What follows belongs to an exercise in optimizing a design on an open flow for small area, a short achievable clock period and few clock cycles per item; a production flow would make more cautious choices.
RTL that was checked went through simulation tests only; none was proved equivalent to the original.
Function not checked in runs 2 and 3: the RTL went through the layout flow alone.
No activity file was given, so power comes from the tool's default toggle rates.

==> design/flow/design.v <==
module str_rebuild (
  input         clk,
  input         rst,
  input         in_valid,
  output        in_ready,
  input  [31:0] in_data,
  input  [31:0] in_mask,
  output        out_valid,
  input         out_ready,
  output [1:0]  out_n,
  output [4:0]  out_role_a,
  output [31:0] out_data_a,
  output [4:0]  out_role_b,
  output [31:0] out_data_b
);
  function [7:0] gf_mul(input [7:0] a, input [7:0] b);
    integer i;
    reg [7:0] p, t;
    begin
      p = 8'h00;
      t = a;
      for (i = 0; i < 8; i = i + 1) begin
        if (b[i]) p = p ^ t;
        t = {t[6:0], 1'b0} ^ (t[7] ? 8'h1D : 8'h00);
      end
      gf_mul = p;
    end
  endfunction
  function [7:0] gf_div2(input [7:0] a);
    gf_div2 = {1'b0, a[7:1]} ^ (a[0] ? 8'h8E : 8'h00);
  endfunction
  function [7:0] apow(input [4:0] k);
    case (k)
      5'd0: apow = 8'h01;
      5'd1: apow = 8'h02;
      5'd2: apow = 8'h04;
      5'd3: apow = 8'h08;
      5'd4: apow = 8'h10;
      5'd5: apow = 8'h20;
      5'd6: apow = 8'h40;
      5'd7: apow = 8'h80;
      5'd8: apow = 8'h1D;
      5'd9: apow = 8'h3A;
      5'd10: apow = 8'h74;
      5'd11: apow = 8'hE8;
      5'd12: apow = 8'hCD;
      5'd13: apow = 8'h87;
      5'd14: apow = 8'h13;
      5'd15: apow = 8'h26;
      5'd16: apow = 8'h4C;
      5'd17: apow = 8'h98;
      5'd18: apow = 8'h2D;
      5'd19: apow = 8'h5A;
      5'd20: apow = 8'hB4;
      5'd21: apow = 8'h75;
      5'd22: apow = 8'hEA;
      5'd23: apow = 8'hC9;
      5'd24: apow = 8'h8F;
      5'd25: apow = 8'h03;
      5'd26: apow = 8'h06;
      5'd27: apow = 8'h0C;
      5'd28: apow = 8'h18;
      5'd29: apow = 8'h30;
      5'd30: apow = 8'h60;
      5'd31: apow = 8'hC0;
    endcase
  endfunction
  function [7:0] ainv(input [4:0] k);
    case (k)
      5'd0: ainv = 8'h01;
      5'd1: ainv = 8'h8E;
      5'd2: ainv = 8'h47;
      5'd3: ainv = 8'hAD;
      5'd4: ainv = 8'hD8;
      5'd5: ainv = 8'h6C;
      5'd6: ainv = 8'h36;
      5'd7: ainv = 8'h1B;
      5'd8: ainv = 8'h83;
      5'd9: ainv = 8'hCF;
      5'd10: ainv = 8'hE9;
      5'd11: ainv = 8'hFA;
      5'd12: ainv = 8'h7D;
      5'd13: ainv = 8'hB0;
      5'd14: ainv = 8'h58;
      5'd15: ainv = 8'h2C;
      5'd16: ainv = 8'h16;
      5'd17: ainv = 8'h0B;
      5'd18: ainv = 8'h8B;
      5'd19: ainv = 8'hCB;
      5'd20: ainv = 8'hEB;
      5'd21: ainv = 8'hFB;
      5'd22: ainv = 8'hF3;
      5'd23: ainv = 8'hF7;
      5'd24: ainv = 8'hF5;
      5'd25: ainv = 8'hF4;
      5'd26: ainv = 8'h7A;
      5'd27: ainv = 8'h3D;
      5'd28: ainv = 8'h90;
      5'd29: ainv = 8'h48;
      5'd30: ainv = 8'h24;
      5'd31: ainv = 8'h12;
    endcase
  endfunction
  function [7:0] wtab(input [4:0] k);
    case (k)
      5'd0: wtab = 8'h00;
      5'd1: wtab = 8'hF4;
      5'd2: wtab = 8'hA7;
      5'd3: wtab = 8'h9D;
      5'd4: wtab = 8'h72;
      5'd5: wtab = 8'hED;
      5'd6: wtab = 8'h5F;
      5'd7: wtab = 8'h54;
      5'd8: wtab = 8'hA0;
      5'd9: wtab = 8'hA9;
      5'd10: wtab = 8'hFB;
      5'd11: wtab = 8'h74;
      5'd12: wtab = 8'h85;
      5'd13: wtab = 8'hE4;
      5'd14: wtab = 8'hC0;
      5'd15: wtab = 8'h8A;
      5'd16: wtab = 8'h67;
      5'd17: wtab = 8'hDC;
      5'd18: wtab = 8'h26;
      5'd19: wtab = 8'h63;
      5'd20: wtab = 8'hF2;
      5'd21: wtab = 8'hE9;
      5'd22: wtab = 8'hB4;
      5'd23: wtab = 8'hD2;
      5'd24: wtab = 8'h02;
      5'd25: wtab = 8'h8E;
      5'd26: wtab = 8'hBA;
      5'd27: wtab = 8'hAA;
      5'd28: wtab = 8'hDE;
      5'd29: wtab = 8'h89;
      5'd30: wtab = 8'h57;
      5'd31: wtab = 8'h59;
    endcase
  endfunction
  reg        rdy_r;
  reg [4:0]  role;
  reg [31:1] mask_r;
  reg [1:0]  ecnt;
  reg [4:0]  px, py;
  reg [31:0] ps, h;
  wire        accept = in_valid && rdy_r;
  wire        first  = (role == 5'd0);
  wire [31:0] mm     = {mask_r, in_mask[0]};
  wire        erased = mm[role];
  wire        last   = (role == 5'd31);
  reg [1:0] ecnt_n;
  reg [4:0] px_n, py_n;
  always @(*) begin
    ecnt_n = ecnt;
    px_n   = px;
    py_n   = py;
    if (first) begin
      ecnt_n = {1'b0, erased};
      px_n   = 5'd0;
      py_n   = 5'd0;
    end else if (erased) begin
      if (ecnt == 2'd0) px_n = role;
      if (ecnt == 2'd1) py_n = role;
      if (ecnt != 2'd3) ecnt_n = ecnt + 2'd1;
    end
  end
  always @(posedge clk) begin
    if (accept) begin
      ecnt <= ecnt_n;
      px   <= px_n;
      py   <= py_n;
      if (first) mask_r <= in_mask[31:1];
    end
  end
  wire        keep_p = accept && !erased && !last;
  wire        keep_h = !erased && (role < 5'd30);
  wire [31:0] dp = in_data & {32{keep_p}};
  wire [31:0] dh = in_data & {32{keep_h}};
  wire [31:0] hm = h & {32{!first}};
  integer b;
  always @(posedge clk) begin
    ps <= (ps & {32{!(accept && first)}}) ^ dp;
    if (accept && role < 5'd30)
      for (b = 0; b < 4; b = b + 1)
        h[8*b +: 8] <= gf_div2(hm[8*b +: 8]) ^ dh[8*b +: 8];
  end
  reg [31:0] qs;
  always @(*)
    for (b = 0; b < 4; b = b + 1)
      qs[8*b +: 8] = gf_mul(h[8*b +: 8], 8'h30) ^ (mask_r[31] ? 8'h00 : in_data[8*b +: 8]);
  reg        busy, ov;
  reg [1:0]  sub, lane;
  reg [1:0]  on_r;
  reg [4:0]  ora, orb;
  reg [31:0] ra, rb;
  wire load = accept && last;
  wire two   = (on_r == 2'd2);
  wire c_pq  = two && (ora == 5'd30);
  wire c_xq  = two && (orb == 5'd31) && !c_pq;
  wire c_xp  = two && (orb == 5'd30);
  wire c_xy  = two && (orb < 5'd30);
  wire c_q   = (on_r == 2'd1) && (ora == 5'd31);
  reg [7:0] coef;
  always @(*) begin
    case (sub)
      2'd0:    coef = c_xy ? apow(orb) : (c_xq ? apow(ora) : 8'h00);
      2'd1:    coef = c_xy ? wtab(orb - ora) : 8'h01;
      default: coef = (c_xy || c_xp) ? ainv(ora) : 8'h01;
    endcase
  end
  wire [7:0] a0   = ra[7:0];
  wire [7:0] b0   = rb[7:0];
  wire [7:0] opnd = (sub == 2'd0) ? a0 : b0;
  wire [7:0] mo   = gf_mul(opnd, coef);
  wire       sva  = c_xy || c_xp || c_q;
  wire       svb  = c_xy || c_xp;
  wire [7:0] va   = sva ? mo : a0;
  wire [7:0] vb   = svb ? (a0 ^ va) : (c_q ? 8'h00 : b0);
  wire       e1   = (ecnt_n == 2'd1);
  wire       e2   = (ecnt_n == 2'd2);
  wire       selp = e2 || (e1 && px_n != 5'd31);
  wire       selq = e2 || (e1 && px_n == 5'd31);
  assign in_ready = rdy_r;
  always @(posedge clk) begin
    if (load) begin
      ra   <= ps & {32{selp}};
      rb   <= qs & {32{selq}};
      on_r <= ecnt_n;
      ora  <= (ecnt_n == 2'd3) ? 5'd0 : px_n;
      orb  <= (ecnt_n == 2'd3) ? 5'd0 : py_n;
    end else if (busy) begin
      if (sub == 2'd2) begin
        ra <= {va, ra[31:8]};
        rb <= {vb, rb[31:8]};
      end else begin
        rb[7:0] <= mo ^ ((sub == 2'd0) ? b0 : 8'h00);
      end
    end
  end
  wire ov_n   = (busy && sub == 2'd2 && lane == 2'd3) || (ov && !out_ready);
  wire busy_n = load || (busy && !(sub == 2'd2 && lane == 2'd3));
  wire [4:0] role_n = accept ? role + 5'd1 : role;
  always @(posedge clk) begin
    if (rst) begin
      role  <= 5'd0;
      busy  <= 1'b0;
      ov    <= 1'b0;
      sub   <= 2'd0;
      lane  <= 2'd0;
      rdy_r <= 1'b1;
    end else begin
      role  <= role_n;
      busy  <= busy_n;
      ov    <= ov_n;
      if (load) begin
        sub  <= 2'd0;
        lane <= 2'd0;
      end else if (busy) begin
        sub  <= (sub == 2'd2) ? 2'd0 : sub + 2'd1;
        if (sub == 2'd2) lane <= lane + 2'd1;
      end
      rdy_r <= !((role_n == 5'd31) && (busy_n || ov_n));
    end
  end
  assign out_valid  = ov;
  assign out_n      = on_r;
  assign out_role_a = ora;
  assign out_data_a = ra;
  assign out_role_b = orb;
  assign out_data_b = rb;
endmodule
==> design/flow/run.sh <==
#!/bin/bash
# synth_recipe.tcl (not shown) runs the flow's synth.tcl, then flattens the netlist and writes it again
# the make line also repeats each setting of config.mk as NAME=value (left out here)
make -C /OpenROAD-flow-scripts/flow DESIGN_CONFIG=/design/flow/config.mk WORK_HOME=/design/flow/orfs CLKGATE_MAP_FILE= SYNTH_SCRIPT=/design/flow/synth_recipe.tcl finish
==> design/flow/config.mk <==
export PLATFORM = sky130hd
export DESIGN_NAME = str_rebuild
export DESIGN_NICKNAME = str_rebuild
export VERILOG_FILES = /design/flow/design.v
export SDC_FILE = /design/flow/constraint.sdc
export NUM_CORES = 4
export LEC_CHECK = 0
export CAP_MARGIN = 20
export CORE_MARGIN = 2
export CORE_UTILIZATION = 30
export PLACE_DENSITY = 0.5
export SLEW_MARGIN = 20
==> design/flow/constraint.sdc <==
create_clock -name core_clock -period 8.0 [get_ports {clk}]
set_input_delay 1.6000 -clock core_clock [delete_from_list [all_inputs] [get_ports {clk}]]
set_output_delay 1.6000 -clock core_clock [all_outputs]
set_load 0.01 [all_outputs]
==> results.yml, run 1 <==
status:
  status: "complete, no violations"
yosys:
  synth-simple-area-share: 0.158
  syn_avg_cell_area_um2: 9.48
  ys.flop_type: "edfxtp_1"
  synthMuxAreaShare: 0.0378
  ys_seq_elements: 219
  ys_types: 93
  synth_compound_area_frac: 0.165
  yosysWarnings: 1
  yosysSeqAreaShare: 0.403
  synth_top_family_by_area: "compound AO/OA/AOI/OAI gates"
  synth_nets: 1644
  synth_edf_count: 151
  async_flop_share: 0
  synthXorXnorAreaFrac: 0.163
  syn_inst: 1542
  syn_area_um2: 14600
  synth_fa_ha_area_frac: 0.0303
clock_network:
  htree_num_levels: 1
  clock_latency_ns: 0.53
  cts_tree: "built"
  hold_buffers: 0
  ctsResizeCount: 0
  clockBufferDepth: 3
  cts_setup_buffers: 0
  cts.sinks: 219
  cts-root-buf: "clkbuf_16"
  clk_pin_slew_worst_paths_ns: 0.06
  numCtsBuffers: 25
global_route:
  grt_pass1_vias: 11300
  antenna_found_initial: 0
  grt_max_degree: 93
  grt_overflow: 0
  grt_pass1_wl_mm: 70.4
  grt_usage: 0.181
layout:
  n_fill_cell: 4891
  fin_cells: 2262
  layout.nets: 1731
  final_core_utilization: 0.361
  diodes: 0
  drive_gt1_frac: 0.0595
  area_growth_pct: 18.3
detailed_routing:
  routed.top_layer: "met4"
  drc: 0
  drt-total-wl_mm: 46.6
  routed-wl-met3_mm: 2.91
  antenna_left: 0
  post_drt_via_cell_ratio: 5.21
  vias: 11800
  wl_met2_mm: 20.7
  dr.pass1.iters: 6
  drt_iter0_drc: 1009
  avgRoutedWirePerCell_um: 20.6
  met1_length_mm: 22.2
setup_path:
  crit_path_end_kind: "flip-flop"
  worstPathBufferInverterCount: 3
  cp.required_ns: 8.26
  cp_top_family: "adder cells"
  cp_slowest_cell: "fa_1"
  crit_chain: "inv_1 -> ha_1 -> inv_1 -> fa_1 -> inv_1 -> ha_1 -> or4_1 -> nand4_1 -> and3_1 -> nor2_1 -> xnor3_1 -> xor2_1 -> xor3_1 -> a22oi_1 -> o21ai_1"
  crit_path_frequent_cell: "inv_1"
  slowest_delay_ns: 0.78
  critPathKind: "reg2reg"
  cp_data_arrival_time_ns: 5.82
  start_kind: "flip-flop"
  cp_max_fo: 13
pwr:
  power.density_nw_per_um2: 174
  p_total_mw: 3.02
  ir_drop_mv: 0.140
  p_leak_nw: 6.14
die:
  die_w_um: 225
  die_area_um2: 50500
  num_io_pins: 146
  core_area_um2: 47900
  die_h_um: 225
  start_util: 0.305
  num_rows: 80
sta:
  worstMarginPinSlew_ns: 1.04
  finalHoldViolations: 0
  fmax_ghz: 0.180
  setup_viol_count_final: 0
  max-slew-margin-rel: 0.309
  whs_ns: 0.470
  min_period_over_period: 0.695
  rsz0062_at_grt: "false"
  fin_crit_ns: 5.56
  slew_violations: 0
  tns_ns: 0
  finalClockSkew_ns: 0.0136
placed_design:
  dp_hpwl_mm: 34.7
  portBuffers: 145
  gp_congestion: 0.892
  dpl.cell_count: 2217
worst_hold_path:
  min_path_type: "reg2reg"
run:
  cap_violations: 0
-- per-layer routing --
metal / up-vias / global-route usage
li1: 5626 / -
met5: - / 0
met4: 0 / 0.0387
met3: 42 / 0.0250
met2: 399 / 0.279
met1: 5729 / 0.268
-- cells by family (layout without fill, tap and decap cells) --
kind of cell | after synthesis | in the layout
simple gates | 525 | 525
compound gates | 347 | 347
xor+xnor | 246 | 246
flops | 219 | 219
buf+inv | 134 | 239
mux | 36 | 36
fa+ha+maj | 35 | 35
-- final timing paths --
check             endpoint   start  slack [ns]  depth (start not counted)
setup reg to reg    rb[28]  orb[0]        2.44                         15
hold / removal      ps[10]  ps[10]        0.47                          2
hold reg to reg     ps[10]  ps[10]        0.47                          2
setup / recovery    rb[28]  orb[0]        2.44                         15
-- cell usage after synthesis, types with 25 or more instances --
cell type	n	area, µm²
nor2_1	145	544
xnor2_1	141	1230
a22o_1	28	245
xor2_1	88	771
dfxtp_1	68	1360
o21ai_0	73	365
nor3_1	25	125
clkbuf_1	59	221
inv_1	29	109
ha_1	33	413
edfxtp_1	151	4530
a21oi_1	69	345
buf_2	29	145
nand2_1	236	886
-- power breakdown --
group / internal (mW) / total, mW / switching [mW]
logic: 0.236 / 0.505 / 0.269
registers: 1.31 / 1.40 / 0.0887
clock network: 0.646 / 1.11 / 0.462
-- worst register-to-register path: stages (launching register included) --
cell,delay [ns]
edfxtp_1,0.54
inv_1,0.17
ha_1,0.25
inv_1,0.08
fa_1,0.78
inv_1,0.23
ha_1,0.38
or4_1,0.56
nand4_1,0.14
and3_1,0.41
nor2_1,0.10
xnor3_1,0.42
xor2_1,0.37
xor3_1,0.40
a22oi_1,0.36
o21ai_1,0.11
-- metrics by stage --
stage                     setup slack (ns)  instance area [µm²]
after global routing                  2.22                17300
final                                 2.44                17300
after floorplan                       2.90                14600
after global placement                2.34                16500
after CTS                             2.57                17300
after detailed placement              2.31                16500
-- cell type report --
class	count	area, µm²	area share
multi-input cells	1189	8140	0.471
flip-flops and latches	219	5900	0.341
repair buffers	163	1590	0.0917
well taps	615	769	0.0445
clock buffers	38	751	0.0434
inverters	31	116	0.00673
clock inverters	7	36.3	0.00210
-- layout by cell type, fill, tap and decap left out, types with 25 or more instances in the layout --
master	count
nor3_1	25
clkdlybuf4s50_1	145
nand2_1	234
xor2_1	88
xnor2_1	141
o21ai_0	72
clkbuf_16	27
dfxtp_1	68
ha_1	33
a22o_1	28
inv_1	28
edfxtp_1	151
nor2_1	143
a21oi_1	68
Testbench counts, summed over its fixed seeds: cycles 61,544, columns 1,920.
==> run 2, diff against run 1 <==
--- a/design/flow/design.v
+++ b/design/flow/design.v
@@ -169,8 +169,8 @@
       ecnt <= ecnt_n;
       px   <= px_n;
       py   <= py_n;
-      if (first) mask_r <= in_mask[31:1];
-    end
+    end
+    if (first) mask_r <= in_mask[31:1];
   end
   wire        keep_p = accept && !erased && !last;
   wire        keep_h = !erased && (role < 5'd30);
@@ -189,7 +189,7 @@
     for (b = 0; b < 4; b = b + 1)
       qs[8*b +: 8] = gf_mul(h[8*b +: 8], 8'h30) ^ (mask_r[31] ? 8'h00 : in_data[8*b +: 8]);
   reg        busy, ov;
-  reg [1:0]  sub, lane;
+  reg [1:0]  sub;
   reg [1:0]  on_r;
   reg [4:0]  ora, orb;
   reg [31:0] ra, rb;
@@ -200,12 +200,15 @@
   wire c_xp  = two && (orb == 5'd30);
   wire c_xy  = two && (orb < 5'd30);
   wire c_q   = (on_r == 2'd1) && (ora == 5'd31);
-  reg [7:0] coef;
+  wire c_one = (on_r == 2'd1) && !c_q;
+  reg  [3:0] step;
+  wire [1:0] sub_n = (step == 4'd0) ? 2'd0 : ((sub == 2'd2) ? 2'd0 : sub + 2'd1);
+  reg [7:0] coef_n, coef;
   always @(*) begin
-    case (sub)
-      2'd0:    coef = c_xy ? apow(orb) : (c_xq ? apow(ora) : 8'h00);
-      2'd1:    coef = c_xy ? wtab(orb - ora) : 8'h01;
-      default: coef = (c_xy || c_xp) ? ainv(ora) : 8'h01;
+    case (sub_n)
+      2'd0:    coef_n = c_xy ? apow(orb) : (c_xq ? apow(ora) : 8'h00);
+      2'd1:    coef_n = c_xy ? wtab(orb - ora) : 8'h01;
+      default: coef_n = (c_xy || c_xp) ? ainv(ora) : 8'h01;
     endcase
   end
   wire [7:0] a0   = ra[7:0];
@@ -214,21 +217,19 @@
   wire [7:0] mo   = gf_mul(opnd, coef);
   wire       sva  = c_xy || c_xp || c_q;
   wire       svb  = c_xy || c_xp;
-  wire [7:0] va   = sva ? mo : a0;
-  wire [7:0] vb   = svb ? (a0 ^ va) : (c_q ? 8'h00 : b0);
-  wire       e1   = (ecnt_n == 2'd1);
-  wire       e2   = (ecnt_n == 2'd2);
-  wire       selp = e2 || (e1 && px_n != 5'd31);
-  wire       selq = e2 || (e1 && px_n == 5'd31);
+  wire       keepa = two || c_one;           
+  wire       keepb = two;                    
+  wire [7:0] va   = sva ? mo : (a0 & {8{keepa}});
+  wire [7:0] vb   = svb ? (a0 ^ va) : (b0 & {8{keepb}});
   assign in_ready = rdy_r;
   always @(posedge clk) begin
     if (load) begin
-      ra   <= ps & {32{selp}};
-      rb   <= qs & {32{selq}};
+      ra   <= ps;
+      rb   <= qs;
       on_r <= ecnt_n;
       ora  <= (ecnt_n == 2'd3) ? 5'd0 : px_n;
       orb  <= (ecnt_n == 2'd3) ? 5'd0 : py_n;
-    end else if (busy) begin
+    end else if (busy && step != 4'd0) begin
       if (sub == 2'd2) begin
         ra <= {va, ra[31:8]};
         rb <= {vb, rb[31:8]};
@@ -237,29 +238,31 @@
       end
     end
   end
-  wire ov_n   = (busy && sub == 2'd2 && lane == 2'd3) || (ov && !out_ready);
-  wire busy_n = load || (busy && !(sub == 2'd2 && lane == 2'd3));
+  always @(posedge clk) begin
+    coef <= coef_n;
+  end
+  wire done   = busy && (step == 4'd12);
+  wire ov_n   = done || (ov && !out_ready);
+  wire busy_n = load || (busy && !done);
   wire [4:0] role_n = accept ? role + 5'd1 : role;
   always @(posedge clk) begin
     if (rst) begin
       role  <= 5'd0;
       busy  <= 1'b0;
       ov    <= 1'b0;
-      sub   <= 2'd0;
-      lane  <= 2'd0;
       rdy_r <= 1'b1;
     end else begin
       role  <= role_n;
       busy  <= busy_n;
       ov    <= ov_n;
-      if (load) begin
-        sub  <= 2'd0;
-        lane <= 2'd0;
-      end else if (busy) begin
-        sub  <= (sub == 2'd2) ? 2'd0 : sub + 2'd1;
-        if (sub == 2'd2) lane <= lane + 2'd1;
-      end
       rdy_r <= !((role_n == 5'd31) && (busy_n || ov_n));
+    end
+    if (load) begin
+      step <= 4'd0;
+      sub  <= 2'd0;
+    end else if (busy) begin
+      step <= step + 4'd1;
+      sub  <= sub_n;
     end
   end
   assign out_valid  = ov;
--- a/design/flow/config.mk
+++ b/design/flow/config.mk
@@ -5,8 +5,10 @@
 export SDC_FILE = /design/flow/constraint.sdc
 export NUM_CORES = 4
 export LEC_CHECK = 0
+export ABC_CLOCK_PERIOD_IN_PS = 2500
 export CAP_MARGIN = 20
 export CORE_MARGIN = 2
 export CORE_UTILIZATION = 30
 export PLACE_DENSITY = 0.5
+export SETUP_SLACK_MARGIN = 5
 export SLEW_MARGIN = 20
==> run 2 against run 1 <==
Largest power group unchanged. Count of clock-buffer cells in the layout fell by 9. Critical path type is now in2reg. Sequential share of layout area fell by 6.4 points. Fmax rose by 43%. Non-clock buffer count rose by 245. First-iteration DRC count fell by 6.9%. Global-route usage rose by 1.8 points. Still clean. Register-to-register slack improved by 1.8 ns. Die area rose by 1.3%. Core utilization rose by 9.1 points. Sequential power rose by 4%. Synthesized area rose by 1.3%. Worst setup slack improved by 1.7 ns.
==> results.yml, run 2 <==
detailed_routing:
  post_drt_via_cell_ratio: 5.07
  dr.pass1.iters: 5
  drt-total-wl_mm: 53.6
  avgRoutedWirePerCell_um: 20.4
  drt_iter0_drc: 939
  antenna_left: 0
  drc: 0
  vias: 13300
layout:
  diodes: 0
  layout_common_cells: "236 x nand2_1, 176 x buf_4, 151 x edfxtp_1"
  area_growth_pct: 49.1
  seq_area_um2: 6110
  n_fill_cell: 4694
  final_common_cell: "nand2_1"
  layout.nets: 2042
  multi_input_area_um2: 10100
  fin_cells: 2624
  drive_gt1_frac: 0.307
setup_path:
  critPathKind: "in2reg"
  cp_data_arrival_time_ns: 4.34
  start_kind: "primary input"
  cp_max_fo: 8
  crit_path_end_kind: "flip-flop"
  cp.required_ns: 8.44
  r2r_slack_ns: 4.22
yosys:
  yosysWarnings: 1
  synth_edf_count: 151
  ys_seq_elements: 229
  synth_nets: 1694
  yosys.area.top_type: "edfxtp_1"
  syn_inst: 1591
  synthMostInstantiatedCell: "nand2_1"
  synth_common_cells: "314 x nand2_1, 151 x edfxtp_1, 143 x xnor2_1, 138 x nor2_1, 91 x xor2_1"
  yosysSeqAreaShare: 0.412
  ys_types: 89
  synth.area.top_cells: "edfxtp_1 31%, dfxtp_1 11%, xnor2_1 8.5%"
  syn_area_um2: 14800
  async_flop_share: 0
  syn_avg_cell_area_um2: 9.31
  ys.flop_type: "edfxtp_1"
  yosys.area.top_type_share: 0.306
clock_network:
  cts_tree: "built"
  hold_buffers: 0
  cts-root-buf: "clkbuf_16"
  numCtsBuffers: 27
  clock_latency_ns: 0.57
  clk_pin_slew_worst_paths_ns: 0.06
  cts.sinks: 229
  htree_num_levels: 1
  clockBufferDepth: 3
pwr:
  power.density_nw_per_um2: 155
  p_comb_frac: 0.211
  p_seq_frac: 0.426
  ir_drop_mv: 0.179
  sw_frac_of_total: 0.287
  intPower_mw: 2.45
  p_switching_mw: 0.984
  clockPowerShare: 0.363
  p_leak_nw: 8.77
run:
  cap_violations: 0
sta:
  finalHoldViolations: 0
  finalClockSkew_ns: 0.0279
  min_period_over_period: 0.488
  tns_ns: 0
  whs_ns: 0.473
  fin_crit_ns: 3.90
  max-slew-margin-rel: 0.468
  worstMarginPinSlew_ns: 0.798
  rsz0062_at_grt: "true"
  fmax_ghz: 0.256
  slew_violations: 0
  setup_viol_count_final: 0
placed_design:
  portBuffers: 145
  dp_hpwl_mm: 33.8
  gp_congestion: 0.857
  dpl.cell_count: 2334
global_route:
  grt_pass1_vias: 12600
  grt_max_degree: 60
  antenna_found_initial: 0
  grt_overflow: 0
  grt_usage: 0.198
  grt_pass1_wl_mm: 78.1
die:
  num_io_pins: 146
  die_h_um: 226
  core_area_um2: 48800
  num_rows: 81
  start_util: 0.303
  die_w_um: 226
  die_area_um2: 51200
worst_hold_path:
  min_path_type: "reg2reg"
status:
  status: "complete, no violations"
run 2: cells by family after synthesis:
logic type	count (synthesis)	share of synthesized area
AO/OA/AOI/OAI	312	0.149
XOR/XNOR	250	0.162
adder cells (fa/ha/maj)	36	0.0310
buffers and inverters	129	0.0384
flip-flops	229	0.412
multiplexers	48	0.0357
AND/OR/NAND/NOR	587	0.172
run 2: final timing paths:
kind | startpoint | end | cells past startpoint
min | flip-flop | coef[3] | 2
max reg2reg | role[1] | flip-flop | 12
max | in_mask[0] | flip-flop | 15
min reg2reg | flip-flop | coef[3] | 2
run 2: routing by layer:
metal	GRT usage	vias to the layer above	routed length (µm)
met5	0	-	0
met4	0.0514	0	1360
met3	0.0206	71	2730
met2	0.316	423	25100
met1	0.286	6505	24400
li1	-	6296	-
run 2: repair_timing:
item,in CTS,in global routing
endpoints found under the setup margin,345,197
resized for setup,371,195
endpoints found under the hold margin,0,0
pin swaps,121,101
setup buffers,152,76
gates cloned,9,3
run 2: power by group through the flow:
stage | Clock (mW) | Combinational [mW] | Sequential [mW]
floorplan | 0 | 0.432 | 1.45
global placement | 0 | 0.540 | 1.48
detailed placement | 0 | 0.545 | 1.48
CTS | 1.27 | 0.685 | 1.46
global route | 1.32 | 0.776 | 1.48
finish | 1.25 | 0.724 | 1.46
run 2: per-stage QoR:
stage | power, mW | cell area, µm² | utilization | setup slack [ns]
global placement | 2.02 | 17100 | 0.349 | 2.49
global route | 3.57 | 22100 | 0.452 | 4.02
CTS | 3.42 | 20500 | 0.420 | 4.14
detailed placement | 2.03 | 17100 | 0.349 | 2.46
floorplan | 1.88 | 15100 | - | 3.58
finish | 3.43 | 22100 | 0.452 | 4.10
run 2: worst max-delay path, stage by stage:
cell	delay, ns
buf_6	0.07
mux4_2	0.25
nor2_4	0.04
nor4b_4	0.40
a211oi_4	0.07
buf_6	0.16
buf_6	0.12
buf_6	0.12
buf_4	0.14
o41ai_4	0.40
a31o_2	0.31
buf_4	0.17
nor2_1	0.08
a21o_1	0.21
o32a_1	0.20
run 2: area by class of cell:
cell class	instances	area share
multi-input combinational	1234	0.456
clock inverter	21	0.00912
timing repair buffer	408	0.182
inverter	39	0.00833
tap	664	0.0376
sequential	229	0.277
clock buffer	29	0.0309
==> run 3, diff against run 2 <==
--- a/design/flow/config.mk
+++ b/design/flow/config.mk
@@ -5,7 +5,6 @@
 export SDC_FILE = /design/flow/constraint.sdc
 export NUM_CORES = 4
 export LEC_CHECK = 0
-export ABC_CLOCK_PERIOD_IN_PS = 2500
 export CAP_MARGIN = 20
 export CORE_MARGIN = 2
 export CORE_UTILIZATION = 30
==> run 3 against run 2 <==
Still clean on timing, DRC and antenna. Sequential share of layout area stayed put. Critical path depth stayed put. Die area stayed put. Power stayed put. Worst setup slack stayed put.
==> results.yml, run 3 <==
detailed_routing:
  dr.pass1.iters: 5
  drt_iter0_drc: 939
  vias: 13300
  antenna_left: 0
  post_drt_via_cell_ratio: 5.07
  drt-total-wl_mm: 53.6
  avgRoutedWirePerCell_um: 20.4
  drc: 0
setup_path:
  start_kind: "primary input"
  cp.required_ns: 8.44
  crit_path_end_kind: "flip-flop"
  cp_data_arrival_time_ns: 4.34
  critPathKind: "in2reg"
  cp_max_fo: 8
placed_design:
  gp_congestion: 0.857
  place_area_um2: 17100
  portBuffers: 145
  dp_hpwl_mm: 33.8
sta:
  rsz0062_at_grt: "true"
  min_period_over_period: 0.488
  tns_ns: 0
  slew_violations: 0
  max-slew-margin-rel: 0.468
  setup_viol_count_final: 0
  finalHoldViolations: 0
  fmax_ghz: 0.256
  fin_crit_ns: 3.90
  worstMarginPinSlew_ns: 0.798
  finalClockSkew_ns: 0.0279
layout:
  design_area_um2: 22100
  layout.nets: 2042
  drive_gt1_frac: 0.307
  final_common_cell: "nand2_1"
  area_growth_pct: 49.1
  diodes: 0
  layout_common_cells: "236 x nand2_1, 176 x buf_4, 151 x edfxtp_1"
clock_network:
  clockBufferDepth: 3
  numCtsBuffers: 27
  clock_latency_ns: 0.57
  hold_buffers: 0
  cts_tree: "built"
  htree_num_levels: 1
  clk_pin_slew_worst_paths_ns: 0.06
  cts-root-buf: "clkbuf_16"
  cts.sinks: 229
die:
  num_io_pins: 146
  die_w_um: 226
  die_area_um2: 51200
  die_h_um: 226
  core_area_um2: 48800
  start_util: 0.303
  num_rows: 81
global_route:
  grt_pass1_vias: 12600
  grt_use_met1: 0.286
  grt_usage: 0.198
  gr-max-usage-layer: "met2"
  use_met2: 0.316
  grt_overflow: 0
  grt_use_met3: 0.0206
  grt_pass1_wl_mm: 78.1
  grt_max_degree: 60
  antenna_found_initial: 0
yosys:
  ys.flop_type: "edfxtp_1"
  synth_nets: 1694
  syn_inst: 1591
  synthMostInstantiatedCell: "nand2_1"
  syn_area_um2: 14800
  yosysWarnings: 1
  yosys.area.top_type: "edfxtp_1"
  ys_seq_elements: 229
  yosys.area.top_type_share: 0.306
  async_flop_share: 0
  synth.area.top_cells: "edfxtp_1 31%, dfxtp_1 11%, xnor2_1 8.5%"
  synth_edf_count: 151
  syn_avg_cell_area_um2: 9.31
  ys_types: 89
  yosysSeqAreaShare: 0.412
  synth_common_cells: "314 x nand2_1, 151 x edfxtp_1, 143 x xnor2_1, 138 x nor2_1, 91 x xor2_1"
pwr:
  power.density_nw_per_um2: 155
  p_leak_nw: 8.77
  ir_drop_mv: 0.179
status:
  status: "complete, no violations"
run:
  cap_violations: 0
worst_hold_path:
  min_path_type: "reg2reg"
-- run 3: path summary, 6_finish.rpt --
kind | start | endpoint | slack (ns) | depth (start not counted)
hold / removal | flip-flop | coef[3] | 0.47 | 2
setup reg to reg | role[1] | flip-flop | 4.22 | 12
hold reg to reg | flip-flop | coef[3] | 0.47 | 2
setup / recovery | in_mask[0] | flip-flop | 4.10 | 15
-- run 3: final cells by class --
type                    instances  area (µm²)
flip-flops and latches        229        6110
clock inverters                21         201
well taps                     664         831
multi-input cells            1234       10100
clock buffers                  29         683
inverters                      39         184
repair buffers                408        4010
fillers                      4694       26800
-- run 3: metrics by stage --
| stage | instances | setup WS (ns) | power, mW | hold slack (ns) | util |
|---|---|---|---|---|---|
| 2_1_floorplan | 1591 | 3.58 | 1.88 | 0.420 | - |
| 3_3_place_gp | 2334 | 2.49 | 2.02 | 0.455 | 0.349 |
| 3_5_place_dp | 2334 | 2.46 | 2.03 | 0.464 | 0.349 |
| 4_1_cts | 2545 | 4.14 | 3.42 | 0.477 | 0.420 |
| 5_1_grt | 2624 | 4.02 | 3.57 | 0.491 | 0.452 |
| 6_report | 2624 | 4.10 | 3.43 | 0.473 | 0.452 |
-- run 3: kinds of logic after synthesis --
logic type                 synth area share
and+or+nand+nor                       0.172
AOI/OAI and AO/OA                     0.149
xor gates and xnor gates              0.162
DFF                                   0.412
buffers and inverters                0.0384
muxes                                0.0357
adders and majority gates            0.0310
-- run 3: power by group --
part / switching [mW] / internal, mW
Sequential: 0.0827 / 1.38
Combinational: 0.374 / 0.350
Clock: 0.528 / 0.719
-- run 3: metal layers --
layer	share of wire	vias to the layer above
met2	0.47	423
met3	0.051	71
li1	-	6296
met4	0.025	0
met5	0	-
met1	0.46	6505
-- run 3: worst max-delay path, stage by stage --
cell,delay (ns)
buf_6,0.07
mux4_2,0.25
nor2_4,0.04
nor4b_4,0.40
a211oi_4,0.07
buf_6,0.16
buf_6,0.12
buf_6,0.12
buf_4,0.14
o41ai_4,0.40
a31o_2,0.31
buf_4,0.17
nor2_1,0.08
a21o_1,0.21
o32a_1,0.20
-- run 3: repair_timing --
| item | CTS | global route |
|---|---|---|
| setup buffers | 152 | 76 |
| cloned | 9 | 3 |
| resized for setup | 371 | 195 |
| pin swaps | 121 | 101 |
| setup endpoints to repair | 345 | 197 |
==> run 4, diff against run 3 <==
--- a/design/flow/design.v
+++ b/design/flow/design.v
@@ -139,47 +139,58 @@
   endfunction
   reg        rdy_r;
   reg [4:0]  role;
-  reg [31:1] mask_r;
+  reg [31:0] mask_r;       
+  reg        er_r;
   reg [1:0]  ecnt;
   reg [4:0]  px, py;
   reg [31:0] ps, h;
-  wire        accept = in_valid && rdy_r;
-  wire        first  = (role == 5'd0);
-  wire [31:0] mm     = {mask_r, in_mask[0]};
-  wire        erased = mm[role];
-  wire        last   = (role == 5'd31);
-  reg [1:0] ecnt_n;
-  reg [4:0] px_n, py_n;
+  wire accept = in_valid && rdy_r;
+  wire first  = (role == 5'd0);
+  wire last   = (role == 5'd31);
+  wire drop0  = (role == 5'd1) && mask_r[0];
+  wire [4:0] role_n = accept ? role + 5'd1 : role;
+  always @(posedge clk) begin
+    if (first) begin
+      mask_r <= in_mask;
+      er_r   <= in_mask[1];
+    end else if (accept) begin
+      er_r   <= mask_r[role + 5'd1];
+    end
+  end
+  reg [1:0] ecnt_t;
+  reg [4:0] px_t, py_t;
   always @(*) begin
-    ecnt_n = ecnt;
-    px_n   = px;
-    py_n   = py;
-    if (first) begin
-      ecnt_n = {1'b0, erased};
-      px_n   = 5'd0;
-      py_n   = 5'd0;
-    end else if (erased) begin
-      if (ecnt == 2'd0) px_n = role;
-      if (ecnt == 2'd1) py_n = role;
-      if (ecnt != 2'd3) ecnt_n = ecnt + 2'd1;
+    ecnt_t = ecnt;
+    px_t   = px;
+    py_t   = py;
+    if (er_r) begin
+      if (ecnt == 2'd0) px_t = role;
+      if (ecnt == 2'd1) py_t = role;
+      if (ecnt != 2'd3) ecnt_t = ecnt + 2'd1;
     end
   end
   always @(posedge clk) begin
     if (accept) begin
-      ecnt <= ecnt_n;
-      px   <= px_n;
-      py   <= py_n;
-    end
-    if (first) mask_r <= in_mask[31:1];
-  end
-  wire        keep_p = accept && !erased && !last;
-  wire        keep_h = !erased && (role < 5'd30);
+      if (first) begin
+        ecnt <= {1'b0, in_mask[0]};
+        px   <= 5'd0;
+        py   <= 5'd0;
+      end else begin
+        ecnt <= ecnt_t;
+        px   <= px_t;
+        py   <= py_t;
+      end
+    end
+  end
+  wire        clr    = accept && (first || drop0);
+  wire        keep_p = accept && (first || (!er_r && !last));
+  wire        keep_h = first || !er_r;
   wire [31:0] dp = in_data & {32{keep_p}};
   wire [31:0] dh = in_data & {32{keep_h}};
-  wire [31:0] hm = h & {32{!first}};
+  wire [31:0] hm = h & {32{!(first || drop0)}};
   integer b;
   always @(posedge clk) begin
-    ps <= (ps & {32{!(accept && first)}}) ^ dp;
+    ps <= (ps & {32{!clr}}) ^ dp;
     if (accept && role < 5'd30)
       for (b = 0; b < 4; b = b + 1)
         h[8*b +: 8] <= gf_div2(hm[8*b +: 8]) ^ dh[8*b +: 8];
@@ -187,9 +198,10 @@
   reg [31:0] qs;
   always @(*)
     for (b = 0; b < 4; b = b + 1)
-      qs[8*b +: 8] = gf_mul(h[8*b +: 8], 8'h30) ^ (mask_r[31] ? 8'h00 : in_data[8*b +: 8]);
+      qs[8*b +: 8] = gf_mul(h[8*b +: 8], 8'h30) ^ (er_r ? 8'h00 : in_data[8*b +: 8]);
   reg        busy, ov;
   reg [1:0]  sub;
+  reg [3:0]  step;
   reg [1:0]  on_r;
   reg [4:0]  ora, orb;
   reg [31:0] ra, rb;
@@ -201,7 +213,6 @@
   wire c_xy  = two && (orb < 5'd30);
   wire c_q   = (on_r == 2'd1) && (ora == 5'd31);
   wire c_one = (on_r == 2'd1) && !c_q;
-  reg  [3:0] step;
   wire [1:0] sub_n = (step == 4'd0) ? 2'd0 : ((sub == 2'd2) ? 2'd0 : sub + 2'd1);
   reg [7:0] coef_n, coef;
   always @(*) begin
@@ -211,24 +222,25 @@
       default: coef_n = (c_xy || c_xp) ? ainv(ora) : 8'h01;
     endcase
   end
-  wire [7:0] a0   = ra[7:0];
-  wire [7:0] b0   = rb[7:0];
-  wire [7:0] opnd = (sub == 2'd0) ? a0 : b0;
-  wire [7:0] mo   = gf_mul(opnd, coef);
-  wire       sva  = c_xy || c_xp || c_q;
-  wire       svb  = c_xy || c_xp;
+  wire [7:0] a0    = ra[7:0];
+  wire [7:0] b0    = rb[7:0];
+  wire [7:0] opnd  = (sub == 2'd0) ? a0 : b0;
+  wire [7:0] mo    = gf_mul(opnd, coef);
+  wire       sva   = c_xy || c_xp || c_q;
+  wire       svb   = c_xy || c_xp;
   wire       keepa = two || c_one;           
   wire       keepb = two;                    
-  wire [7:0] va   = sva ? mo : (a0 & {8{keepa}});
-  wire [7:0] vb   = svb ? (a0 ^ va) : (b0 & {8{keepb}});
-  assign in_ready = rdy_r;
+  wire [7:0] va    = sva ? mo : (a0 & {8{keepa}});
+  wire [7:0] vb    = svb ? (a0 ^ va) : (b0 & {8{keepb}});
+  wire [1:0] ecnt_l = ecnt_t;
+  wire       many   = (ecnt_l == 2'd3);
   always @(posedge clk) begin
     if (load) begin
       ra   <= ps;
       rb   <= qs;
-      on_r <= ecnt_n;
-      ora  <= (ecnt_n == 2'd3) ? 5'd0 : px_n;
-      orb  <= (ecnt_n == 2'd3) ? 5'd0 : py_n;
+      on_r <= ecnt_l;
+      ora  <= many ? 5'd0 : px_t;
+      orb  <= many ? 5'd0 : py_t;
     end else if (busy && step != 4'd0) begin
       if (sub == 2'd2) begin
         ra <= {va, ra[31:8]};
@@ -244,7 +256,6 @@
   wire done   = busy && (step == 4'd12);
   wire ov_n   = done || (ov && !out_ready);
   wire busy_n = load || (busy && !done);
-  wire [4:0] role_n = accept ? role + 5'd1 : role;
   always @(posedge clk) begin
     if (rst) begin
       role  <= 5'd0;
@@ -265,6 +276,7 @@
       sub  <= sub_n;
     end
   end
+  assign in_ready   = rdy_r;
   assign out_valid  = ov;
   assign out_n      = on_r;
   assign out_role_a = ora;
==> run 4 against run 3 <==
Critical path type is now reg2reg. Power down 4.4%. Hold slack better by 0.0027 ns. Combinational power down 21%. Synthesized cell count down 2.2%. Fmax up 26%. Critical path depth down 4. Core utilization down 4.5 points. Count of clock-buffer cells in the layout up 11. Via count down 8.6%. Global-route usage down 1.6 points. Largest power group unchanged. Sequential cell count up 2. Still clean. Register-to-register slack better by 0.67 ns. Largest cell class unchanged.
==> results.yml, run 4 <==
status:
  status: "complete, no violations"
placed_design:
  portBuffers: 145
  dp_hpwl_mm: 31.8
  dpl.cell_count: 2234
  gp_congestion: 0.817
  place_ws_ns: 3.20
layout:
  n_fill_cell: 4691
  fin_cells: 2427
  multi_input_area_um2: 8540
  layout_common_cells: "334 x nand2_1, 153 x edfxtp_1, 116 x buf_4"
  layout.nets: 1896
  area_growth_pct: 33.4
  final_common_cell: "nand2_1"
  diodes: 0
  drive_gt1_frac: 0.192
  seq_area_um2: 6160
detailed_routing:
  antenna_left: 0
  vias: 12200
  avgRoutedWirePerCell_um: 19.5
  drt_iter0_drc: 822
  post_drt_via_cell_ratio: 5.01
  drt-total-wl_mm: 47.3
  drc: 0
  dr.pass1.iters: 6
sta:
  rsz0062_at_grt: "true"
  setup_slack_ns: 4.89
  max-slew-margin-rel: 0.468
  tns_ns: 0
  slew_violations: 0
  fmax_ghz: 0.322
  worstMarginPinSlew_ns: 0.795
  fin_crit_ns: 3.11
  finalHoldViolations: 0
  setup_viol_count_final: 0
  min_period_over_period: 0.388
  finalClockSkew_ns: 0.0171
clock_network:
  clk_pin_slew_worst_paths_ns: 0.06
  clockBufferDepth: 3
  numCtsBuffers: 26
  cts.sinks: 231
  htree_num_levels: 1
  clock_latency_ns: 0.54
  cts-root-buf: "clkbuf_16"
  cts_tree: "built"
yosys:
  yosys.area.top_type_share: 0.315
  ys_seq_elements: 231
  synth_common_cells: "344 x nand2_1, 153 x edfxtp_1, 123 x xnor2_1, 113 x xor2_1, 103 x nor2_1"
  yosysWarnings: 1
  syn_area_um2: 14600
  syn_inst: 1556
  yosysSeqAreaShare: 0.422
  synth.area.top_cells: "edfxtp_1 31%, dfxtp_1 11%, nand2_1 8.9%"
  synth_edf_count: 153
  async_flop_share: 0
  ys.flop_type: "edfxtp_1"
  synthMostInstantiatedCell: "nand2_1"
  syn_avg_cell_area_um2: 9.38
  yosys.area.top_type: "edfxtp_1"
  ys_types: 71
  synth_nets: 1660
setup_path:
  start_kind: "flip-flop"
  critPathKind: "reg2reg"
  cp_data_arrival_time_ns: 3.35
  r2r-start: "ra[2]"
  crit_start: "ra[2]"
  cp_max_fo: 5
  cp.required_ns: 8.24
  crit_path_end_kind: "flip-flop"
worst_hold_path:
  min_path_type: "reg2reg"
  hp-start: "ps[20]"
die:
  num_io_pins: 146
  die_w_um: 225
  num_rows: 80
  die_area_um2: 50400
  core_area_um2: 47800
  die_h_um: 225
  start_util: 0.305
run:
  cap_violations: 0
global_route:
  antenna_found_initial: 0
  grt_overflow: 0
  grt_max_degree: 59
  grt_usage: 0.182
  grt_pass1_wl_mm: 71.1
  grt_pass1_vias: 11700
pwr:
  p_leak_nw: 7.62
  ir_drop_mv: 0.147
  power.density_nw_per_um2: 168
-- run 4: cell types whose count changed in the layout (fill, tap and decap cells not counted), moves of 9 or more --
| cell | previous run | this run |
|---|---|---|
| mux4_2 | 2 | 11 |
| mux2i_1 | 29 | 20 |
| buf_4 | 176 | 116 |
| nand2_1 | 236 | 334 |
| xor2_1 | 83 | 108 |
| o21ai_0 | 51 | 77 |
| a22oi_1 | 4 | 13 |
| nand2_4 | 67 | 1 |
| nor2_1 | 127 | 98 |
| xnor2_1 | 120 | 107 |
| buf_6 | 59 | 29 |
| a21oi_1 | 52 | 64 |
-- run 4: per-stage QoR --
stage	util	total power, mW	hold WS, ns	instance area [µm²]
2_1_floorplan	-	1.90	0.433	14800
3_3_place_gp	0.349	2.07	0.466	16700
3_5_place_dp	0.349	2.07	0.466	16700
4_1_cts	0.393	3.31	0.477	18800
5_1_grt	0.407	3.42	0.489	19500
6_report	0.407	3.28	0.475	19500
-- run 4: area by class of cell --
cell class,count,area share
Clock buffer,40,0.0422
Sequential cell,231,0.317
Timing Repair Buffer,305,0.149
Inverter,31,0.00907
Multi-Input combinational cell,1194,0.439
Clock inverter,8,0.00321
Timing Repair inverter,3,0.00154
Tap cell,615,0.0395
-- run 4: where the power goes --
group          switching [mW]  internal (mW)  total (mW)  leakage (nW)
clock                   0.492          0.736        1.23         0.441
sequential             0.0806           1.40        1.48          2.11
combinational           0.306          0.264       0.570          5.07
-- run 4: critical path: stages (launching register included) --
cell	delay (ns)
edfxtp_1	0.39
buf_4	0.20
xnor3_1	0.45
mux2i_4	0.18
buf_12	0.15
buf_12	0.10
nand2_1	0.06
xnor2_1	0.21
xnor3_2	0.45
xor2_1	0.18
a221oi_2	0.34
a21oi_2	0.08
-- run 4: final timing paths --
check	endpoint	cells past startpoint	slack [ns]
setup / recovery	rb[30]	11	4.89
hold / removal	ps[20]	2	0.48
setup reg to reg	rb[30]	11	4.89
hold reg to reg	ps[20]	2	0.48
-- run 4: cell families (layout without fill, tap and decap cells) --
family	after synthesis	count (layout)	synth area share
AOI/OAI and AO/OA	295	295	0.128
adders and majority gates	36	36	0.0314
and+or+nand+nor	553	555	0.160
DFF	231	231	0.422
xor gates and xnor gates	257	257	0.173
muxes	51	51	0.0473
buffers and inverters	133	387	0.0378
-- run 4: layer usage --
| layer | global-route usage | vias to the layer above | wire length (µm) | part of all wire |
|---|---|---|---|---|
| met2 | 0.291 | 379 | 21700 | 0.46 |
| met1 | 0.260 | 5857 | 22200 | 0.47 |
| li1 | - | 5853 | - | - |
| met5 | 0 | - | 0 | 0 |
| met4 | 0.0487 | 0 | 1130 | 0.024 |
| met3 | 0.0238 | 67 | 2350 | 0.050 |
-- run 4: repair_timing --
action                     CTS  global route
setup buffers               97            39
resized for setup          172            74
setup endpoints to repair  247            54
gates cloned                 7             2
hold buffers                 0             0
pin swaps                   21            23
Testbench counts of run 4, summed over its fixed seeds: cycles 61,552, columns 1,920.
==> run 5, diff against run 4 <==
--- a/design/flow/config.mk
+++ b/design/flow/config.mk
@@ -5,6 +5,7 @@
 export SDC_FILE = /design/flow/constraint.sdc
 export NUM_CORES = 4
 export LEC_CHECK = 0
+export ABC_AREA = 1
 export CAP_MARGIN = 20
 export CORE_MARGIN = 2
 export CORE_UTILIZATION = 30
==> run 5 against run 4 <==
Global-route usage rose by 0.71 points. Worst setup slack improved by 0.14 ns. Largest power group unchanged. Critical path depth rose by 3. Clock power rose by 8%. Hold slack got worse by 0.0016 ns. Still clean on timing, DRC and antenna. Power rose by 12%. Via count rose by 11%. Fmax rose by 4.6%.
==> results.yml, run 5 <==
clock_network:
  cts-root-buf: "clkbuf_16"
  numCtsBuffers: 27
  cts.sinks: 231
  clk_pin_slew_worst_paths_ns: 0.06
  htree_num_levels: 1
  clockBufferDepth: 3
  cts_tree: "built"
  clock_latency_ns: 0.56
  hold_buffers: 0
status:
  status: "complete, no violations"
yosys:
  async_flop_share: 0
  syn_area_um2: 14800
  synthMuxAreaShare: 0.00270
  syn_avg_cell_area_um2: 7.67
  synth-simple-area-share: 0.256
  yosys.area.top_type_share: 0.310
  synth_common_cells: "570 x nand2_1, 188 x inv_1, 182 x nor2_1, 153 x edfxtp_1, 116 x xor2_1"
  ys_seq_elements: 231
  ys_types: 56
  synthXorXnorAreaFrac: 0.120
  yosysWarnings: 1
  synth.area.top_cells: "edfxtp_1 31%, nand2_1 14%, dfxtp_1 11%"
  synth_fa_ha_area_frac: 0.0309
  synth_edf_count: 153
  yosysSeqAreaShare: 0.415
  synth_compound_area_frac: 0.103
  synthMostInstantiatedCell: "nand2_1"
  synth_nets: 2037
  syn_inst: 1933
  ys.flop_type: "edfxtp_1"
  yosys.area.top_type: "edfxtp_1"
  synth_top_family_by_area: "simple AND/OR/NAND/NOR gates"
global_route:
  gr-max-usage-layer: "met2"
  use_met2: 0.303
  grt_use_met1: 0.271
  antenna_found_initial: 0
  grt_max_degree: 102
  grt_usage: 0.189
  grt_use_met3: 0.0200
  grt_pass1_wl_mm: 75.2
  grt_pass1_vias: 12800
  grt_overflow: 0
layout:
  n_fill_cell: 5146
  diodes: 0
  multi_input_area_um2: 8490
  final_core_utilization: 0.402
  area_growth_pct: 32.5
  layout.nets: 2256
  drive_gt1_frac: 0.171
  final_common_cell: "nand2_1"
  layout_common_cells: "521 x nand2_1, 169 x inv_1, 163 x nor2_1"
  seq_area_um2: 6160
setup_path:
  cp_top_family: "buffers and inverters"
  critPathKind: "in2reg"
  worstPathBufferInverterCount: 5
  cp_slowest_cell: "or2_4"
  crit_path_end_kind: "flip-flop"
  r2r-start: "sub[1]"
  start_kind: "primary input"
  crit_chain: "buf_4 -> nand2_8 -> clkinvlp_4 -> nand2_8 -> inv_12 -> buf_16 -> or2_4 -> o21ai_4 -> inv_4 -> ha_4 -> nand2_2 -> o21ai_1 -> a211oi_2 -> a21oi_1"
  cp_data_arrival_time_ns: 3.39
  crit_start: "in_valid"
  crit_path_frequent_cell: "nand2_8"
  cp_max_fo: 9
  slowest_delay_ns: 0.23
  cp.required_ns: 8.42
sta:
  worstMarginPinSlew_ns: 1.09
  finalClockSkew_ns: 0.0232
  fin_crit_ns: 2.97
  max-slew-margin-rel: 0.268
  tns_ns: 0
  whs_ns: 0.474
  min_period_over_period: 0.371
  fmax_ghz: 0.337
  setup_viol_count_final: 0
  finalHoldViolations: 0
  slew_violations: 0
  rsz0062_at_grt: "true"
pwr:
  ir_drop_mv: 0.141
  p_seq_frac: 0.426
  power.density_nw_per_um2: 187
  p_comb_frac: 0.210
  p_total_mw: 3.67
  clockPowerShare: 0.363
  p_leak_nw: 8.39
  p_switching_mw: 1.06
  sw_frac_of_total: 0.289
  intPower_mw: 2.61
detailed_routing:
  dr.pass1.iters: 5
  avgRoutedWirePerCell_um: 17.7
  post_drt_via_cell_ratio: 4.77
  drc: 0
  drt-total-wl_mm: 50.3
  antenna_left: 0
  vias: 13500
  drt_iter0_drc: 959
die:
  die_h_um: 226
  num_io_pins: 146
  num_rows: 81
  start_util: 0.304
  die_area_um2: 51200
  die_w_um: 226
  core_area_um2: 48800
run:
  cap_violations: 0
placed_design:
  gp_congestion: 0.888
  dp_hpwl_mm: 35.8
  portBuffers: 145
worst_hold_path:
  min_path_type: "reg2reg"
## run 5: final cells by class
type	instances	share of cell area
Clock buffer	37	0.0400
Inverter	194	0.0408
Timing Repair Buffer	266	0.123
Sequential cell	231	0.314
Clock inverter	13	0.00878
Multi-Input combinational cell	1432	0.432
Tap cell	664	0.0423
## run 5: path summary, 6_finish.rpt
| check | endpoint | slack, ns | cells past startpoint |
|---|---|---|---|
| max | flip-flop | 5.03 | 14 |
| min | coef[3] | 0.47 | 2 |
| max reg2reg | rb[30] | 5.14 | 24 |
| min reg2reg | coef[3] | 0.47 | 2 |
## run 5: kinds of logic (layout without fill, tap and decap cells)
family	after synthesis	count (layout)
AOI/OAI and AO/OA	262	263
xor gates and xnor gates	202	202
adders and majority gates	36	36
buffers and inverters	275	510
DFF	231	231
muxes	4	4
and+or+nand+nor	923	927
## run 5: power groups by stage
stage	Clock (mW)	Combinational (mW)	Sequential, mW
after floorplan	0	0.617	1.54
after global placement	0	0.740	1.59
after detailed placement	0	0.750	1.59
after CTS	1.37	0.768	1.56
after global routing	1.42	0.860	1.58
final	1.33	0.773	1.56
## run 5: metrics by stage
stage,instance area (µm²),setup slack (ns),cells
5_1_grt,19700,4.96,2837
3_5_place_dp,17100,2.79,2671
2_1_floorplan,15200,4.66,1933
6_report,19700,5.03,2837
4_1_cts,18800,4.92,2781
3_3_place_gp,17100,2.75,2671
## run 5: worst min-delay path, cell delays in order (launching register included)
cell and delay [ns]:
dfxtp_1 0.31, a21oi_1 0.06, nand2_1 0.08
## run 5: metal layers
layer | part of all wire | routed length [µm]
met5 | 0 | 0
met4 | 0.022 | 1110
met3 | 0.047 | 2340
met2 | 0.46 | 23200
met1 | 0.47 | 23600
## run 5: repair_timing
item	CTS	global route
buffers inserted	56	53
pin swaps	9	38
cloned	4	3
gates resized for setup	152	121
setup endpoints to repair	286	164
==> run 6, diff against run 5 <==
--- a/design/flow/design.v
+++ b/design/flow/design.v
@@ -30,112 +30,46 @@
     gf_div2 = {1'b0, a[7:1]} ^ (a[0] ? 8'h8E : 8'h00);
   endfunction
   function [7:0] apow(input [4:0] k);
-    case (k)
-      5'd0: apow = 8'h01;
-      5'd1: apow = 8'h02;
-      5'd2: apow = 8'h04;
-      5'd3: apow = 8'h08;
-      5'd4: apow = 8'h10;
-      5'd5: apow = 8'h20;
-      5'd6: apow = 8'h40;
-      5'd7: apow = 8'h80;
-      5'd8: apow = 8'h1D;
-      5'd9: apow = 8'h3A;
-      5'd10: apow = 8'h74;
-      5'd11: apow = 8'hE8;
-      5'd12: apow = 8'hCD;
-      5'd13: apow = 8'h87;
-      5'd14: apow = 8'h13;
-      5'd15: apow = 8'h26;
-      5'd16: apow = 8'h4C;
-      5'd17: apow = 8'h98;
-      5'd18: apow = 8'h2D;
-      5'd19: apow = 8'h5A;
-      5'd20: apow = 8'hB4;
-      5'd21: apow = 8'h75;
-      5'd22: apow = 8'hEA;
-      5'd23: apow = 8'hC9;
-      5'd24: apow = 8'h8F;
-      5'd25: apow = 8'h03;
-      5'd26: apow = 8'h06;
-      5'd27: apow = 8'h0C;
-      5'd28: apow = 8'h18;
-      5'd29: apow = 8'h30;
-      5'd30: apow = 8'h60;
-      5'd31: apow = 8'hC0;
-    endcase
+    reg [31:0] t0, t1, t2, t3, t4, t5, t6, t7;
+    begin
+      t0 = 32'h03A47101;
+      t1 = 32'h0748E202;
+      t2 = 32'h0D35B504;
+      t3 = 32'h19CF1B08;
+      t4 = 32'h303A4710;
+      t5 = 32'h60748E20;
+      t6 = 32'hC0E91C40;
+      t7 = 32'h81D23880;
+      apow = {t7[k], t6[k], t5[k], t4[k], t3[k], t2[k], t1[k], t0[k]};
+    end
   endfunction
   function [7:0] ainv(input [4:0] k);
-    case (k)
-      5'd0: ainv = 8'h01;
-      5'd1: ainv = 8'h8E;
-      5'd2: ainv = 8'h47;
-      5'd3: ainv = 8'hAD;
-      5'd4: ainv = 8'hD8;
-      5'd5: ainv = 8'h6C;
-      5'd6: ainv = 8'h36;
-      5'd7: ainv = 8'h1B;
-      5'd8: ainv = 8'h83;
-      5'd9: ainv = 8'hCF;
-      5'd10: ainv = 8'hE9;
-      5'd11: ainv = 8'hFA;
-      5'd12: ainv = 8'h7D;
-      5'd13: ainv = 8'hB0;
-      5'd14: ainv = 8'h58;
-      5'd15: ainv = 8'h2C;
-      5'd16: ainv = 8'h16;
-      5'd17: ainv = 8'h0B;
-      5'd18: ainv = 8'h8B;
-      5'd19: ainv = 8'hCB;
-      5'd20: ainv = 8'hEB;
-      5'd21: ainv = 8'hFB;
-      5'd22: ainv = 8'hF3;
-      5'd23: ainv = 8'hF7;
-      5'd24: ainv = 8'hF5;
-      5'd25: ainv = 8'hF4;
-      5'd26: ainv = 8'h7A;
-      5'd27: ainv = 8'h3D;
-      5'd28: ainv = 8'h90;
-      5'd29: ainv = 8'h48;
-      5'd30: ainv = 8'h24;
-      5'd31: ainv = 8'h12;
-    endcase
+    reg [31:0] t0, t1, t2, t3, t4, t5, t6, t7;
+    begin
+      t0 = 32'h09FE178D;
+      t1 = 32'h84FF0BC6;
+      t2 = 32'h4B81926E;
+      t3 = 32'h2C3EDEBA;
+      t4 = 32'h9FE178D0;
+      t5 = 32'h4FF0BC68;
+      t6 = 32'h27F85E34;
+      t7 = 32'h13FC2F1A;
+      ainv = {t7[k], t6[k], t5[k], t4[k], t3[k], t2[k], t1[k], t0[k]};
+    end
   endfunction
   function [7:0] wtab(input [4:0] k);
-    case (k)
-      5'd0: wtab = 8'h00;
-      5'd1: wtab = 8'hF4;
-      5'd2: wtab = 8'hA7;
-      5'd3: wtab = 8'h9D;
-      5'd4: wtab = 8'h72;
-      5'd5: wtab = 8'hED;
-      5'd6: wtab = 8'h5F;
-      5'd7: wtab = 8'h54;
-      5'd8: wtab = 8'hA0;
-      5'd9: wtab = 8'hA9;
-      5'd10: wtab = 8'hFB;
-      5'd11: wtab = 8'h74;
-      5'd12: wtab = 8'h85;
-      5'd13: wtab = 8'hE4;
-      5'd14: wtab = 8'hC0;
-      5'd15: wtab = 8'h8A;
-      5'd16: wtab = 8'h67;
-      5'd17: wtab = 8'hDC;
-      5'd18: wtab = 8'h26;
-      5'd19: wtab = 8'h63;
-      5'd20: wtab = 8'hF2;
-      5'd21: wtab = 8'hE9;
-      5'd22: wtab = 8'hB4;
-      5'd23: wtab = 8'hD2;
-      5'd24: wtab = 8'h02;
-      5'd25: wtab = 8'h8E;
-      5'd26: wtab = 8'hBA;
-      5'd27: wtab = 8'hAA;
-      5'd28: wtab = 8'hDE;
-      5'd29: wtab = 8'h89;
-      5'd30: wtab = 8'h57;
-      5'd31: wtab = 8'h59;
-    endcase
+    reg [31:0] t0, t1, t2, t3, t4, t5, t6, t7;
+    begin
+      t0 = 32'hE029166C;
+      t1 = 32'h5F9D8454;
+      t2 = 32'h524738EE;
+      t3 = 32'hBE228668;
+      t4 = 32'hD4D20CDA;
+      t5 = 32'h0C7D2F36;
+      t6 = 32'hD0BB6CF2;
+      t7 = 32'h3EF2F72E;
+      wtab = {t7[k], t6[k], t5[k], t4[k], t3[k], t2[k], t1[k], t0[k]};
+    end
   endfunction
   reg        rdy_r;
   reg [4:0]  role;
--- a/design/flow/config.mk
+++ b/design/flow/config.mk
@@ -10,5 +10,5 @@
 export CORE_MARGIN = 2
 export CORE_UTILIZATION = 30
 export PLACE_DENSITY = 0.5
-export SETUP_SLACK_MARGIN = 5
+export SETUP_SLACK_MARGIN = 4.5
 export SLEW_MARGIN = 20
==> run 6 against run 5 <==
Still clean. Sequential power down 5%. Synthesized cell count down 2.5%. Core utilization down 3.5 points. Hold slack better by 0.0068 ns. Critical path depth down 13. Sequential cell count down 24.
==> results.yml, run 6 <==
clock_network:
  cts_tree: "built"
  cts-root-buf: "clkbuf_16"
  numCtsBuffers: 24
  clk_pin_slew_worst_paths_ns: 0.06
  htree_num_levels: 1
  clockBufferDepth: 3
  cts.sinks: 207
  clock_latency_ns: 0.54
yosys:
  ys_seq_elements: 207
  yosysSeqAreaShare: 0.401
  async_flop_share: 0
  syn_avg_cell_area_um2: 7.51
  ys_types: 57
  synth_nets: 1980
  synth_edf_count: 153
  synthMostInstantiatedCell: "nand2_1"
  syn_inst: 1884
  synth.area.top_cells: "edfxtp_1 32%, nand2_1 15%, dfxtp_1 7.6%"
  syn_area_um2: 14100
  yosysWarnings: 1
  ys.flop_type: "edfxtp_1"
  synth_common_cells: "563 x nand2_1, 202 x nor2_1, 187 x inv_1, 153 x edfxtp_1, 118 x o21ai_0"
  yosys.area.top_type_share: 0.325
  yosys.area.top_type: "edfxtp_1"
die:
  start_util: 0.304
  num_io_pins: 146
  die_area_um2: 48900
  die_h_um: 221
  num_rows: 79
  core_area_um2: 46600
  die_w_um: 221
global_route:
  grt_usage: 0.181
  grt_max_degree: 103
  grt_pass1_vias: 12100
  antenna_found_initial: 0
  grt_overflow: 0
  grt_pass1_wl_mm: 71.1
setup_path:
  crit_start: "ora[0]"
  cp_max_fo: 10
  cp.required_ns: 6.40
  rr_endpoint: "rb[29]"
  crit_chain: "clkdlybuf4s50_1"
  cp_top_family: "flip-flops"
  r2r-start: "orb[0]"
  cp_slowest_cell: "edfxtp_1"
  ff2ff_path_depth: 14
  start_kind: "flip-flop"
  r2r_slack_ns: 4.72
  slowest_delay_ns: 0.67
  critPathKind: "reg2out"
  worstPathBufferInverterCount: 1
  crit_path_end_kind: "output port"
  cp_data_arrival_time_ns: 1.83
placed_design:
  place_ws_ns: 3.48
  portBuffers: 145
  dp_hpwl_mm: 34.9
  place_area_um2: 16200
  gp_congestion: 0.883
sta:
  rsz0062_at_grt: "true"
  worstMarginPinSlew_ns: 0.718
  setup_viol_count_final: 0
  fin_crit_ns: 3.43
  finalHoldViolations: 0
  fmax_ghz: 0.292
  tns_ns: 0
  slew_violations: 0
  max-slew-margin-rel: 0.515
  finalClockSkew_ns: 0.0280
  setup_slack_ns: 4.57
  min_period_over_period: 0.429
layout:
  layout.nets: 2108
  drive_gt1_frac: 0.0552
  layout_common_cells: "561 x nand2_1, 201 x nor2_1, 186 x inv_1"
  n_fill_cell: 4900
  final_common_cell: "nand2_1"
  design_area_um2: 17100
  area_growth_pct: 21.1
  diodes: 0
worst_hold_path:
  min_path_type: "reg2reg"
  holdPathEnd: "ps[20]"
  hold_depth: 2
  hp-start: "ps[20]"
detailed_routing:
  routed-wl-met3_mm: 2.31
  drc: 0
  drt_iter0_drc: 988
  met1_length_mm: 21.4
  dr.pass1.iters: 5
  drt-total-wl_mm: 46.0
  avgRoutedWirePerCell_um: 17.4
  wl_met2_mm: 21.4
  antenna_left: 0
  routed.top_layer: "met4"
  vias: 12700
  post_drt_via_cell_ratio: 4.81
pwr:
  ir_drop_mv: 0.178
  p_leak_nw: 7.34
  power.density_nw_per_um2: 213
status:
  status: "complete, no violations"
run:
  cap_violations: 0
-- run 6: what timing repair did --
item	in CTS	in global routing
resized for setup	9	9
setup endpoints to repair	162	141
buffers inserted	3	9
pin swaps	0	1
hold buffers	0	0
gates cloned	0	1
-- run 6: cells by family after synthesis --
kind of cell / count (synthesis) / share of synthesized area
adder cells (fa/ha/maj): 28 / 0.0253
flip-flops: 207 / 0.401
multiplexers: 6 / 0.00425
XOR/XNOR: 192 / 0.119
AND/OR/NAND/NOR: 918 / 0.265
buffers and inverters: 263 / 0.0725
AO/OA/AOI/OAI: 270 / 0.112
-- run 6: power breakdown --
group          internal, mW  total [mW]  switching, mW
Combinational         0.445        1.12          0.673
Clock                 0.612        1.06          0.443
Sequential             1.35        1.48          0.131
Total                  2.40        3.65           1.25
-- run 6: worst register-to-register path: cells and delay by family (launching register included) --
family / cells / cell delay (ns)
flip-flops: 1 / 0.51
AND/OR/NAND/NOR: 8 / 0.90
buffers and inverters: 3 / 0.75
adder cells (fa/ha/maj): 1 / 0.30
AO/OA/AOI/OAI: 2 / 0.61
-- run 6: layout make-up --
class | instances | area (µm²) | area share
clock buffer | 36 | 669 | 0.0391
clock inverter | 8 | 78.8 | 0.00460
inverter | 195 | 746 | 0.0436
multi-input combinational | 1415 | 7540 | 0.440
sequential | 207 | 5680 | 0.331
tap | 607 | 759 | 0.0444
timing repair buffer | 169 | 1660 | 0.0967
-- run 6: worst max path at each step --
stage	end	cells after the start
final	out_role_a[0]	1
after global routing	rb[30]	14
after CTS	coef[0]	12
after detailed placement	ra[16]	7
after global placement	rb[16]	7
after floorplan	ra[0]	6
-- run 6: metal layers --
layer  up-vias  track usage
met5         -            0
met4         0       0.0401
li1       6367            -
met2       362        0.300
met3        50       0.0170
met1      5907        0.256
-- run 6: stage by stage --
step,hold WS (ns),power (mW),instances,util
floorplan,0.459,2.31,1884,-
global placement,0.470,2.60,2580,0.348
detailed placement,0.475,2.61,2580,0.348
CTS,0.484,3.68,2627,0.365
global route,0.504,3.88,2637,0.368
finish,0.481,3.65,2637,0.368
Testbench counts of run 6, summed over its fixed seeds: cycles 61,552, columns 1,920.

-- separate check: timing with driven ports --
No port has a modelled driver above. Below, the same layouts with a new extraction and two added sets of constraints. Step 1 (the two cells are an assumption about what drives the block):
set clk [get_ports {clk}]
set_driving_cell -lib_cell sky130_fd_sc_hd__clkbuf_16 $clk
set_driving_cell -lib_cell sky130_fd_sc_hd__buf_2 [delete_from_list [all_inputs] $clk]
Step 2 adds t to the input delays and takes it off the output delays; t is the mean of the earliest and latest rising clock arrival at the registers after step 1. Input paths then give back, and output paths get back, about the clock's delay inside the block. a / b / c = ideal ports / drivers / drivers and shift; a / b = the first two.
run | t (ns) | slack for setup (ns) | worst register clock-pin slew, ns | worst slew at a driven data input, ns | cell pins on the clock port's net
run 1 | 0.587 | 2.442 / 2.442 / 2.301 | 0.07 / 0.07 | 0.04 | 1
run 2 | 0.609 | 4.100 / 4.112 / 3.503 | 0.07 / 0.07 | 0.06 | 1
run 3 | 0.609 | 4.100 / 4.112 / 3.503 | 0.07 / 0.07 | 0.06 | 1
run 4 | 0.591 | 4.893 / 4.893 / 4.353 | 0.07 / 0.07 | 0.05 | 1
run 5 | 0.603 | 5.029 / 4.977 / 4.459 | 0.07 / 0.07 | 0.05 | 1
run 6 | 0.583 | 4.572 / 4.517 / 4.080 | 0.06 / 0.06 | 0.04 | 1
After both steps setup and hold are still met in every run listed.
